What follows belongs to an exercise in optimizing a design on an open flow for small area, a short achievable clock period and few clock cycles per item; a production flow would make more cautious choices.
RTL that was checked went through simulation tests only; none was proved equivalent to the original.

Setup of alpha:
==> flow/design.v (excerpt) <==
module ashlar_ctl (
    input  wire         clk,
    input  wire         rst,
    input  wire         in_valid,
    output wire         in_ready,
    input  wire [1:0]   in_op,         
    input  wire [159:0] in_word,
    input  wire [127:0] in_wdata,
    input  wire [15:0]  in_wmask,
    output wire         out_valid,
    output wire [1:0]   out_outcome,   
    output wire [3:0]   out_column,
    output wire [31:0]  out_synd,
    output wire [127:0] out_data,
    output wire [31:0]  out_check,
    input  wire         erase_en,
    input  wire         clr_counts,
    input  wire         clr_erase,
    output wire         erased,
    output wire [3:0]   erased_col,
    input  wire [3:0]   csr_sel,
    output reg  [31:0]  csr_rdata
);
clock: 14.0 ns
lec_check: 0
cap_margin: 20
core_margin: 2
core_utilization: 55
cts_buf_list: sky130_fd_sc_hd__clkbuf_16
cts_cluster_diameter: 80
cts_cluster_size: 20
slew_margin: 20
standard.sh (not shown) runs the stock make flow with config.mk's settings and CLKGATE_MAP_FILE= SYNTH_SCRIPT=/design/flow/synth_recipe.tcl, a recipe that flattens the netlist after the stock synthesis.
==> flow/flow/run.sh <==
#!/bin/bash
set -e
export SETUP_SLACK_MARGIN=6.5
export BUFFER_PORTS_ARGS="-buffer_cell sky130_fd_sc_hd__buf_1"
bash standard.sh > standard.log 2>&1
Testbench counts of alpha, summed over its fixed seeds: cycles 24,016, items 24,000.
[inputs] beta vs alpha
diff --git a/flow/design.v b/flow/design.v
--- a/flow/design.v
+++ b/flow/design.v
@@ -190,61 +190,44 @@
     end
     wire [9:0] hit0_in, hit1_in;
     ashlar_locate u_loc0 (.s0(synd_in[7:0]),   .s1(synd_in[15:8]),  .hit(hit0_in));
     ashlar_locate u_loc1 (.s0(synd_in[23:16]), .s1(synd_in[31:24]), .hit(hit1_in));
     reg         v2;
     reg [31:0]  synd;
     reg [127:0] mdata;
     reg [15:0]  keep;      
     reg [9:0]   pz0, pz1;
     reg         cz0, cz1, poison;
-    reg         cd;        
-    wire        hold1 = v2 && !cd && !in_valid;
     always @(posedge clk) begin
-        if (rst) begin
+        if (rst)
             v2 <= 1'b0;
-            cd <= 1'b0;
-        end else if (hold1) begin
-            cd <= 1'b1;
-        end else begin
+        else
             v2 <= in_valid && in_ready;
-            cd <= 1'b0;
-        end
-        if (!hold1) begin
-            synd   <= is_enc ? 32'd0 : synd_in;
-            mdata  <= merged;
-            keep   <= ~sel_in;
-            pz0    <= (is_enc || synd_in[7:0] == 8'h00)   ? 10'd0 : hit0_in;
-            pz1    <= (is_enc || synd_in[23:16] == 8'h00) ? 10'd0 : hit1_in;
-            cz0    <= is_enc || synd_in[15:0] == 16'h0000;
-            cz1    <= is_enc || synd_in[31:16] == 16'h0000;
-            poison <= !is_enc && synd_in == 32'h0102_0102;
-        end
+        synd   <= is_enc ? 32'd0 : synd_in;
+        mdata  <= merged;
+        keep   <= ~sel_in;
+        pz0    <= (is_enc || synd_in[7:0] == 8'h00)   ? 10'd0 : hit0_in;
+        pz1    <= (is_enc || synd_in[23:16] == 8'h00) ? 10'd0 : hit1_in;
+        cz0    <= is_enc || synd_in[15:0] == 16'h0000;
+        cz1    <= is_enc || synd_in[31:16] == 16'h0000;
+        poison <= !is_enc && synd_in == 32'h0102_0102;
     end
     wire [31:0] menc;
     ashlar_encode u_enc (.data(mdata), .check(menc));
     wire [7:0] s00 = synd[7:0],   s10 = synd[15:8];
     wire [7:0] s01 = synd[23:16], s11 = synd[31:24];
     reg        mark;
     reg [3:0]  mark_col;
-    reg        mark_p;     
-    reg [3:0]  mark_col_p;
-    wire       mark_u     = cd ? mark_p : mark;
-    wire [3:0] mark_col_u = cd ? mark_col_p : mark_col;
-    always @(posedge clk) begin
-        mark_p     <= mark_u;
-        mark_col_p <= mark_col_u;
-    end
     reg [9:0] allow;
     always @(*) begin
         for (i = 0; i < 10; i = i + 1)
-            allow[i] = !mark_u || (mark_col_u == i);
+            allow[i] = !mark || (mark_col == i);
     end
     wire clean0 = cz0;
     wire clean1 = cz1;
     wire [9:0] p0 = pz0 & allow;      
     wire [9:0] p1 = pz1 & allow;
     wire is_poison  = poison;
     wire clean_both = clean0 && clean1;
     wire [9:0] coh = (p0 & p1) | (clean0 ? p1 : 10'd0) | (clean1 ? p0 : 10'd0);
     wire corrected = |coh;
     wire uncorr    = !is_poison && !clean_both && !corrected;
@@ -267,29 +250,29 @@
     ashlar_delta u_dl0 (.s0(s00), .s1(s10), .d8(d80), .d9(d90));
     ashlar_delta u_dl1 (.s0(s01), .s1(s11), .d8(d81), .d9(d91));
     wire fixk0 = |(fixb & 16'h5555);
     wire fixk1 = |(fixb & 16'hAAAA);
     assign out_outcome = is_poison ? OC_POISON : clean_both ? OC_CLEAN
                         : corrected ? OC_CORRECTED : OC_UNCORR;
     assign out_check   = menc
                         ^ {fixk1 ? d91 : 8'h00, fixk0 ? d90 : 8'h00,
                            fixk1 ? d81 : 8'h00, fixk0 ? d80 : 8'h00}
                         ^ (bad ? POISON_XOR : 32'd0);
-    assign out_valid   = v2 && (cd || in_valid);
+    assign out_valid   = v2;
     assign out_column  = column;
     assign out_synd    = synd;
     assign out_data    = result;
     reg  [31:0] ce_count, ue_count;
     reg  [31:0] col_ce [0:9];
     reg  [31:0] tq;        
-    wire ce_inc = v2 && !cd && corrected;
-    wire ue_inc = v2 && !cd && uncorr;
+    wire ce_inc = v2 && corrected;
+    wire ue_inc = v2 && uncorr;
     wire [31:0] ce_nx, ue_nx, tq_nx;
     wire        ce_ones, ue_ones, tq_ones;
     ashlar_inc32 u_ce (.x(ce_count), .en(ce_inc), .y(ce_nx), .all_ones(ce_ones));
     ashlar_inc32 u_ue (.x(ue_count), .en(ue_inc), .y(ue_nx), .all_ones(ue_ones));
     ashlar_inc32 u_tq (.x(tq), .en(ce_inc && ce_count[1:0] != 2'd2), .y(tq_nx), .all_ones(tq_ones));
     reg        nq;         
     reg        fv;         
     reg  [9:0] fa, fb;
     reg  [3:0] sidx;       
     reg  een;
Findings:
Of alpha and beta, the higher number of buffers added by the clock tree synthesis step belongs to alpha.
In beta the number of buffers other than clock buffers in the final layout turned out 2.0% lower than in alpha.
Compared beta vs alpha, and register bit total from synthesis is down in beta.
Higher xor-xnor portion of the synthesized cell area goes to beta over alpha.
Summary of beta over alpha: via count decreased 1413, growth of design area from synthesis to finish essentially unchanged, cell area after synthesis decreased about 6.5%, worst setup slack increased 33 ps.
beta: done, clean on timing, DRC and antenna
Testbench counts of beta, summed over its fixed seeds: cycles 24,008, items 24,000.

========
Another version of the RTL of ashlar_ctl (not shown whole).
Size: ~820 flip-flops, roughly 45000 µm² of cells after synthesis.
Settings: LEC_CHECK=0, CAP_MARGIN=20, CORE_MARGIN=2, CORE_UTILIZATION=55, CTS_BUF_LIST=sky130_fd_sc_hd__clkbuf_16, CTS_CLUSTER_DIAMETER=80, CTS_CLUSTER_SIZE=20, SLEW_MARGIN=20; clock period 14.0 ns.
==> flow/flow/run.sh <==
#!/bin/bash
set -e
export SETUP_SLACK_MARGIN=6.75
export BUFFER_PORTS_ARGS="-buffer_cell sky130_fd_sc_hd__buf_1"
bash standard.sh > standard.log 2>&1
The baseline completed without violations.
Then changed:
--- a/flow/design.v
+++ b/flow/design.v
@@ -182,52 +182,57 @@
     ashlar_syndrome u_synd (.word(in_word), .synd(synd_in));
     reg [15:0]  sel_in;    
     reg [127:0] merged;
     always @(*) begin
         for (i = 0; i < 16; i = i + 1) begin
             sel_in[i] = is_enc || (is_merge && in_wmask[i]);
             merged[8*i +: 8] = sel_in[i] ? in_wdata[8*i +: 8] : in_word[8*i +: 8];
         end
     end
+    wire [9:0] hit0_in, hit1_in;
+    ashlar_locate u_loc0 (.s0(synd_in[7:0]),   .s1(synd_in[15:8]),  .hit(hit0_in));
+    ashlar_locate u_loc1 (.s0(synd_in[23:16]), .s1(synd_in[31:24]), .hit(hit1_in));
     reg         v2;
     reg [31:0]  synd;
     reg [127:0] mdata;
     reg [15:0]  keep;      
+    reg [9:0]   pz0, pz1;
+    reg         cz0, cz1, poison;
     always @(posedge clk) begin
         if (rst)
             v2 <= 1'b0;
         else
             v2 <= in_valid && in_ready;
         synd   <= is_enc ? 32'd0 : synd_in;
         mdata  <= merged;
         keep   <= ~sel_in;
+        pz0    <= (is_enc || synd_in[7:0] == 8'h00)   ? 10'd0 : hit0_in;
+        pz1    <= (is_enc || synd_in[23:16] == 8'h00) ? 10'd0 : hit1_in;
+        cz0    <= is_enc || synd_in[15:0] == 16'h0000;
+        cz1    <= is_enc || synd_in[31:16] == 16'h0000;
+        poison <= !is_enc && synd_in == 32'h0102_0102;
     end
     wire [31:0] menc;
     ashlar_encode u_enc (.data(mdata), .check(menc));
     wire [7:0] s00 = synd[7:0],   s10 = synd[15:8];
     wire [7:0] s01 = synd[23:16], s11 = synd[31:24];
     reg        mark;
     reg [3:0]  mark_col;
     reg [9:0] allow;
     always @(*) begin
         for (i = 0; i < 10; i = i + 1)
             allow[i] = !mark || (mark_col == i);
     end
-    wire [9:0] hit0, hit1;
-    ashlar_locate u_loc0 (.s0(s00), .s1(s10), .hit(hit0));
-    ashlar_locate u_loc1 (.s0(s01), .s1(s11), .hit(hit1));
-    wire nz0 = (s00 != 8'h00);
-    wire nz1 = (s01 != 8'h00);
-    wire clean0 = !nz0 && (s10 == 8'h00);
-    wire clean1 = !nz1 && (s11 == 8'h00);
-    wire [9:0] p0 = hit0 & allow & {10{nz0}};      
-    wire [9:0] p1 = hit1 & allow & {10{nz1}};
-    wire is_poison  = (synd == 32'h0102_0102);
+    wire clean0 = cz0;
+    wire clean1 = cz1;
+    wire [9:0] p0 = pz0 & allow;      
+    wire [9:0] p1 = pz1 & allow;
+    wire is_poison  = poison;
     wire clean_both = clean0 && clean1;
     wire [9:0] coh = (p0 & p1) | (clean0 ? p1 : 10'd0) | (clean1 ? p0 : 10'd0);
     wire corrected = |coh;
     wire uncorr    = !is_poison && !clean_both && !corrected;
     wire bad       = is_poison || uncorr;
     reg [3:0] column;
     always @(*) begin
         column = 4'd0;
         for (i = 0; i < 10; i = i + 1)
The changed run finished clean.
Via count is lower by 4.3%.
Global-route usage shrinks by 2.8 points.
Cell count shrinks by 0.76%.
Clock-buffer cell count does not change.
First-iteration DRC count shrinks by 9.9%.
Die area is lower by 1.0%.
Clock skew came out lower by 17 ps.
Area after synthesis falls by 1.0%.
Utilization hardly moves.
Sequential share of layout area went up by 1.4 points.
Routed wire length came out lower by 7.3%.
Testbench counts after the change, summed over its fixed seeds: cycles 24,016, items 24,000.
Function not checked in the first run of this note: the RTL went through the layout flow alone.

========
## the previous run
ashlar_ctl with an RTL version that a note above also has.
For scale: roughly 4,000 cells after synthesis, about 650 flip-flops, roughly 40,000 um2 of cells after synthesis.
Settings: LEC_CHECK=0, CAP_MARGIN=20, CORE_MARGIN=2, CORE_UTILIZATION=55, CTS_BUF_LIST=sky130_fd_sc_hd__clkbuf_16, CTS_CLUSTER_DIAMETER=80, CTS_CLUSTER_SIZE=20, SLEW_MARGIN=20; clock period 14.0 ns.
Scripts as last shown in full above: flow/flow/run.sh
The previous run: all stages complete, timing, DRC and antenna checks passed
Testbench counts of the previous run, summed over its fixed seeds: cycles 24,008, items 24,000.
Changes in the current run relative to the previous run:
-- flow/design.v --
<<< the previous run, line 198
    reg [9:0]   pz0, pz1;
    reg         cz0, cz1, poison;
    always @(posedge clk) begin
        if (rst)
            v2 <= 1'b0;
        else
            v2 <= in_valid && in_ready;
        synd   <= is_enc ? 32'd0 : synd_in;
        mdata  <= merged;
        keep   <= ~sel_in;
        pz0    <= (is_enc || synd_in[7:0] == 8'h00)   ? 10'd0 : hit0_in;
        pz1    <= (is_enc || synd_in[23:16] == 8'h00) ? 10'd0 : hit1_in;
        cz0    <= is_enc || synd_in[15:0] == 16'h0000;
        cz1    <= is_enc || synd_in[31:16] == 16'h0000;
        poison <= !is_enc && synd_in == 32'h0102_0102;
    end
    wire [31:0] menc;
>>> the current run, line 198
    reg [9:0]   pz0, pz1;
    reg         cz0, cz1, poison;
    reg         cd;        
    wire        hold1 = v2 && !cd && !in_valid;
    always @(posedge clk) begin
        if (rst) begin
            v2 <= 1'b0;
            cd <= 1'b0;
        end else if (hold1) begin
            cd <= 1'b1;
        end else begin
            v2 <= in_valid && in_ready;
            cd <= 1'b0;
        end
        if (!hold1) begin
            synd   <= is_enc ? 32'd0 : synd_in;
            mdata  <= merged;
            keep   <= ~sel_in;
            pz0    <= (is_enc || synd_in[7:0] == 8'h00)   ? 10'd0 : hit0_in;
            pz1    <= (is_enc || synd_in[23:16] == 8'h00) ? 10'd0 : hit1_in;
            cz0    <= is_enc || synd_in[15:0] == 16'h0000;
            cz1    <= is_enc || synd_in[31:16] == 16'h0000;
            poison <= !is_enc && synd_in == 32'h0102_0102;
        end
    end
    wire [31:0] menc;
<<< the previous run, line 218
    reg        mark;
    reg [3:0]  mark_col;
    reg [9:0] allow;
    always @(*) begin
        for (i = 0; i < 10; i = i + 1)
            allow[i] = !mark || (mark_col == i);
    end
    wire clean0 = cz0;
>>> the current run, line 227
    reg        mark;
    reg [3:0]  mark_col;
    reg        mark_p;     
    reg [3:0]  mark_col_p;
    wire       mark_u     = cd ? mark_p : mark;
    wire [3:0] mark_col_u = cd ? mark_col_p : mark_col;
    always @(posedge clk) begin
        mark_p     <= mark_u;
        mark_col_p <= mark_col_u;
    end
    reg [9:0] allow;
    always @(*) begin
        for (i = 0; i < 10; i = i + 1)
            allow[i] = !mark_u || (mark_col_u == i);
    end
    wire clean0 = cz0;
<<< the previous run, line 258
                           fixk1 ? d81 : 8'h00, fixk0 ? d80 : 8'h00}
                        ^ (bad ? POISON_XOR : 32'd0);
    assign out_valid   = v2;
    assign out_column  = column;
    assign out_synd    = synd;
>>> the current run, line 275
                           fixk1 ? d81 : 8'h00, fixk0 ? d80 : 8'h00}
                        ^ (bad ? POISON_XOR : 32'd0);
    assign out_valid   = v2 && (cd || in_valid);
    assign out_column  = column;
    assign out_synd    = synd;
<<< the previous run, line 265
    reg  [31:0] col_ce [0:9];
    reg  [31:0] tq;        
    wire ce_inc = v2 && corrected;
    wire ue_inc = v2 && uncorr;
    wire [31:0] ce_nx, ue_nx, tq_nx;
    wire        ce_ones, ue_ones, tq_ones;
>>> the current run, line 282
    reg  [31:0] col_ce [0:9];
    reg  [31:0] tq;        
    wire ce_inc = v2 && !cd && corrected;
    wire ue_inc = v2 && !cd && uncorr;
    wire [31:0] ce_nx, ue_nx, tq_nx;
    wire        ce_ones, ue_ones, tq_ones;
## What came out
The flow did not stop early for the current run: all stages ran, and the layout cleared the timing, DRC and antenna checks.
Side by side, final worst slack turned out lower in the current run than in the previous run.
When the current run is set beside the previous run, its total of fill cells in the finished design turns out to be 366 larger.
Compared with the previous run, the current run shows a higher share of layout cells above drive strength 1.
Changes observed in the current run relative to the previous run: inverter count of the layout excluding clock inverters increased about 6.5%.
The current run ends up with a post-synthesis share of cell area spent on and, or, nand and nor gates that is 1.3 points lower than in the previous run.
The current run vs the previous run on final worst-path cycle share: the current run is the higher one.
Cmp the current run and the previous run / total inserted antenna cells / lower: the previous run
As far as clock network area share is concerned, the previous run and the current run perform about the same.
Compared the current run vs the previous run, and combined area of all synthesized cells is up in the current run.
A worst setup path startpoint of csr_sel[3] is what the previous run shows, while csr_sel[1] belongs to the current run.
Diff the current run and the previous run: sequential share of layout area lower in the previous run
Compared with the previous run, synthesized cell count in the current run increased by a few percent.
Testbench counts of the current run, summed over its fixed seeds: cycles 24,016, items 24,000.

========
Another version of the RTL of ashlar_ctl (not shown whole).
Size: ~650 flip-flops, ~550 I/O pins, roughly 0.041 mm^2 of cells after synthesis.
## ashlar_ctl
module ashlar_ctl (
    input  wire         clk,
    input  wire         rst,
    input  wire         in_valid,
    output wire         in_ready,
    input  wire [1:0]   in_op,         
    input  wire [159:0] in_word,
    input  wire [127:0] in_wdata,
    input  wire [15:0]  in_wmask,
    output wire         out_valid,
    output wire [1:0]   out_outcome,   
    output wire [3:0]   out_column,
    output wire [31:0]  out_synd,
    output wire [127:0] out_data,
    output wire [31:0]  out_check,
    input  wire         erase_en,
    input  wire         clr_counts,
    input  wire         clr_erase,
    output wire         erased,
    output wire [3:0]   erased_col,
    input  wire [3:0]   csr_sel,
    output reg  [31:0]  csr_rdata
);
    localparam [1:0] OP_ENCODE = 2'd1, OP_MERGE = 2'd2;
    localparam [1:0] OC_CLEAN = 2'd0, OC_CORRECTED = 2'd1, OC_UNCORR = 2'd2, OC_POISON = 2'd3;
    localparam [31:0] POISON_XOR = 32'h0303_0101;
    integer i;
    wire is_enc   = (in_op == OP_ENCODE);
    wire is_merge = (in_op == OP_MERGE);
    wire [31:0] synd_in;
    ashlar_syndrome u_synd (.word(in_word), .synd(synd_in));
    reg [15:0]  sel_in;    
    reg [127:0] merged;
    always @(*) begin
        for (i = 0; i < 16; i = i + 1) begin
            sel_in[i] = is_enc || (is_merge && in_wmask[i]);
            merged[8*i +: 8] = sel_in[i] ? in_wdata[8*i +: 8] : in_word[8*i +: 8];
        end
    end
    wire [9:0] hit0_in, hit1_in;
    ashlar_locate u_loc0 (.s0(synd_in[7:0]),   .s1(synd_in[15:8]),  .hit(hit0_in));
  ...
clock: 14.0 ns
lec_check: 0
cap_margin: 20
core_margin: 2
core_utilization: 55
cts_buf_list: sky130_fd_sc_hd__clkbuf_8
slew_margin: 20
==> flow/flow/run.sh <==
#!/bin/bash
set -e
export SETUP_SLACK_MARGIN=6.5
export BUFFER_PORTS_ARGS="-buffer_cell sky130_fd_sc_hd__buf_1"
bash standard.sh > standard.log 2>&1
==> next run, changes <==
--- a/flow/design.v
+++ b/flow/design.v
@@ -183,41 +183,43 @@
     reg [15:0]  sel_in;    
     reg [127:0] merged;
     always @(*) begin
         for (i = 0; i < 16; i = i + 1) begin
             sel_in[i] = is_enc || (is_merge && in_wmask[i]);
             merged[8*i +: 8] = sel_in[i] ? in_wdata[8*i +: 8] : in_word[8*i +: 8];
         end
     end
+    wire [31:0] enc_in;
+    ashlar_encode u_enc (.data(merged), .check(enc_in));
     wire [9:0] hit0_in, hit1_in;
     ashlar_locate u_loc0 (.s0(synd_in[7:0]),   .s1(synd_in[15:8]),  .hit(hit0_in));
     ashlar_locate u_loc1 (.s0(synd_in[23:16]), .s1(synd_in[31:24]), .hit(hit1_in));
     reg         v2;
     reg [31:0]  synd;
     reg [127:0] mdata;
     reg [15:0]  keep;      
+    reg [31:0]  menc;      
     reg [9:0]   pz0, pz1;
     reg         cz0, cz1, poison;
     always @(posedge clk) begin
         if (rst)
             v2 <= 1'b0;
         else
             v2 <= in_valid && in_ready;
         synd   <= is_enc ? 32'd0 : synd_in;
         mdata  <= merged;
         keep   <= ~sel_in;
+        menc   <= enc_in;
         pz0    <= (is_enc || synd_in[7:0] == 8'h00)   ? 10'd0 : hit0_in;
         pz1    <= (is_enc || synd_in[23:16] == 8'h00) ? 10'd0 : hit1_in;
         cz0    <= is_enc || synd_in[15:0] == 16'h0000;
         cz1    <= is_enc || synd_in[31:16] == 16'h0000;
         poison <= !is_enc && synd_in == 32'h0102_0102;
     end
-    wire [31:0] menc;
-    ashlar_encode u_enc (.data(mdata), .check(menc));
     wire [7:0] s00 = synd[7:0],   s10 = synd[15:8];
     wire [7:0] s01 = synd[23:16], s11 = synd[31:24];
     reg        mark;
     reg [3:0]  mark_col;
     reg [9:0] allow;
     always @(*) begin
         for (i = 0; i < 10; i = i + 1)
             allow[i] = !mark || (mark_col == i);
@@ -270,25 +272,28 @@
     wire        ce_ones, ue_ones, tq_ones;
     ashlar_inc32 u_ce (.x(ce_count), .en(ce_inc), .y(ce_nx), .all_ones(ce_ones));
     ashlar_inc32 u_ue (.x(ue_count), .en(ue_inc), .y(ue_nx), .all_ones(ue_ones));
     ashlar_inc32 u_tq (.x(tq), .en(ce_inc && ce_count[1:0] != 2'd2), .y(tq_nx), .all_ones(tq_ones));
     reg        nq;         
     reg        fv;         
     reg  [9:0] fa, fb;
     reg  [3:0] sidx;       
+    reg  een;
+    always @(posedge clk)
+        een <= erase_en;
     wire ce_hi = &ce_count[31:3];
-    wire slow  = !mark && (!nq || ce_hi);
+    wire slow  = een && !mark && (!nq || ce_hi);
     wire scan  = slow && !fv && !v2;
     assign in_ready = !slow || (fv && !v2);
-    reg  [9:0]  pick;      
+    reg  [9:0]  pick;
     reg  [31:0] cnt;
     always @(*) begin
         for (i = 0; i < 10; i = i + 1)
-            pick[i] = scan ? (sidx == i) : coh[i];
+            pick[i] = scan ? (sidx == i) : (pz0[i] | pz1[i]);
         cnt = 32'd0;
         for (i = 0; i < 10; i = i + 1)
             cnt = cnt | (pick[i] ? col_ce[i] : 32'd0);
     end
     reg  [31:0] cnt_inc;
     reg  [32:0] cpre;
     integer k;
     always @(*) begin
@@ -310,17 +315,17 @@
     reg  [9:0] qual;
     reg        mark_next;
     reg  [3:0] mark_col_next;
     always @(*) begin
         for (i = 0; i < 10; i = i + 1)
             qual[i] = fv ? (coh[i] ? fb[i] : fa[i]) : (coh[i] && b_val);
         mark_next     = mark;
         mark_col_next = mark_col;
-        if (ce_inc && erase_en && !mark) begin
+        if (ce_inc && een && !mark) begin
             for (i = 9; i >= 0; i = i - 1) begin
                 if (qual[i]) begin
                     mark_next     = 1'b1;
                     mark_col_next = i[3:0];
                 end
             end
         end
     end
After rerunning:
- The new run passed the timing, DRC and antenna checks
- via count came out lower by 7.4%
- routed wire length came out lower by 4.7%
- global-route usage came out lower by 1.4 points
- maximum frequency came out higher by 0.55%
- clock-buffer cell count came out higher by 10
- hold slack is better by 0.011 ns
- cell count came out lower by 4.6%
- core utilization came out higher by 0.81 points
- setup slack is better by 0.041 ns
No run of this note included a check of the RTL's function; only the layout flow was run.

static timing again, ports no longer ideal:
Ports are ideal in the flow. The routed layouts listed here were re-timed in OpenROAD. Step 1 sets driving cells, clkbuf_16 on the clock port and buf_2 on the other inputs (assumed; they add their load-dependent delay and slew). Step 2, shift: input delay + t, output delay - t, t = (earliest + latest rising clock arrival at the registers) / 2. This alone moves slack from input paths to output paths. Three values: ideal, step 1, step 2; two values: the first two.
| run | shift t [ns] | setup slack, ns | latest minus earliest clock arrival (ns) | worst register clock-pin slew, ns | worst slew at a driven data input, ns |
|---|---|---|---|---|---|
| alpha | 0.694 | 6.455 / 6.419 / 6.419 | 0.051 / 0.052 | 0.09 / 0.09 | 0.11 |
| beta | 0.673 | 6.488 / 6.454 / 6.454 | 0.044 / 0.045 | 0.09 / 0.09 | 0.07 |
| the first run of note 2 | 0.713 | 6.731 / 6.696 / 6.696 | 0.053 / 0.053 | 0.10 / 0.10 | 0.07 |
| the second run of note 2 | 0.710 | 6.784 / 6.734 / 6.734 | 0.030 / 0.029 | 0.10 / 0.10 | 0.08 |
| the previous run | 0.674 | 6.741 / 6.694 / 6.700 | 0.052 / 0.052 | 0.09 / 0.09 | 0.07 |
| the current run | 0.696 | 6.712 / 6.650 / 6.650 | 0.055 / 0.055 | 0.10 / 0.10 | 0.10 |
| the first run of note 4 | 0.809 | 6.505 / 6.477 / 6.477 | 0.073 / 0.073 | 0.07 / 0.07 | 0.10 |
| the second run of note 4 | 0.812 | 6.546 / 6.516 / 6.038 | 0.071 / 0.071 | 0.07 / 0.07 | 0.05 |
After both steps setup and hold are still met in every run listed. For the second run of note 4, which loses most, drivers alone change the setup slack by -0.030 ns; drivers and shift together by -0.508 ns.
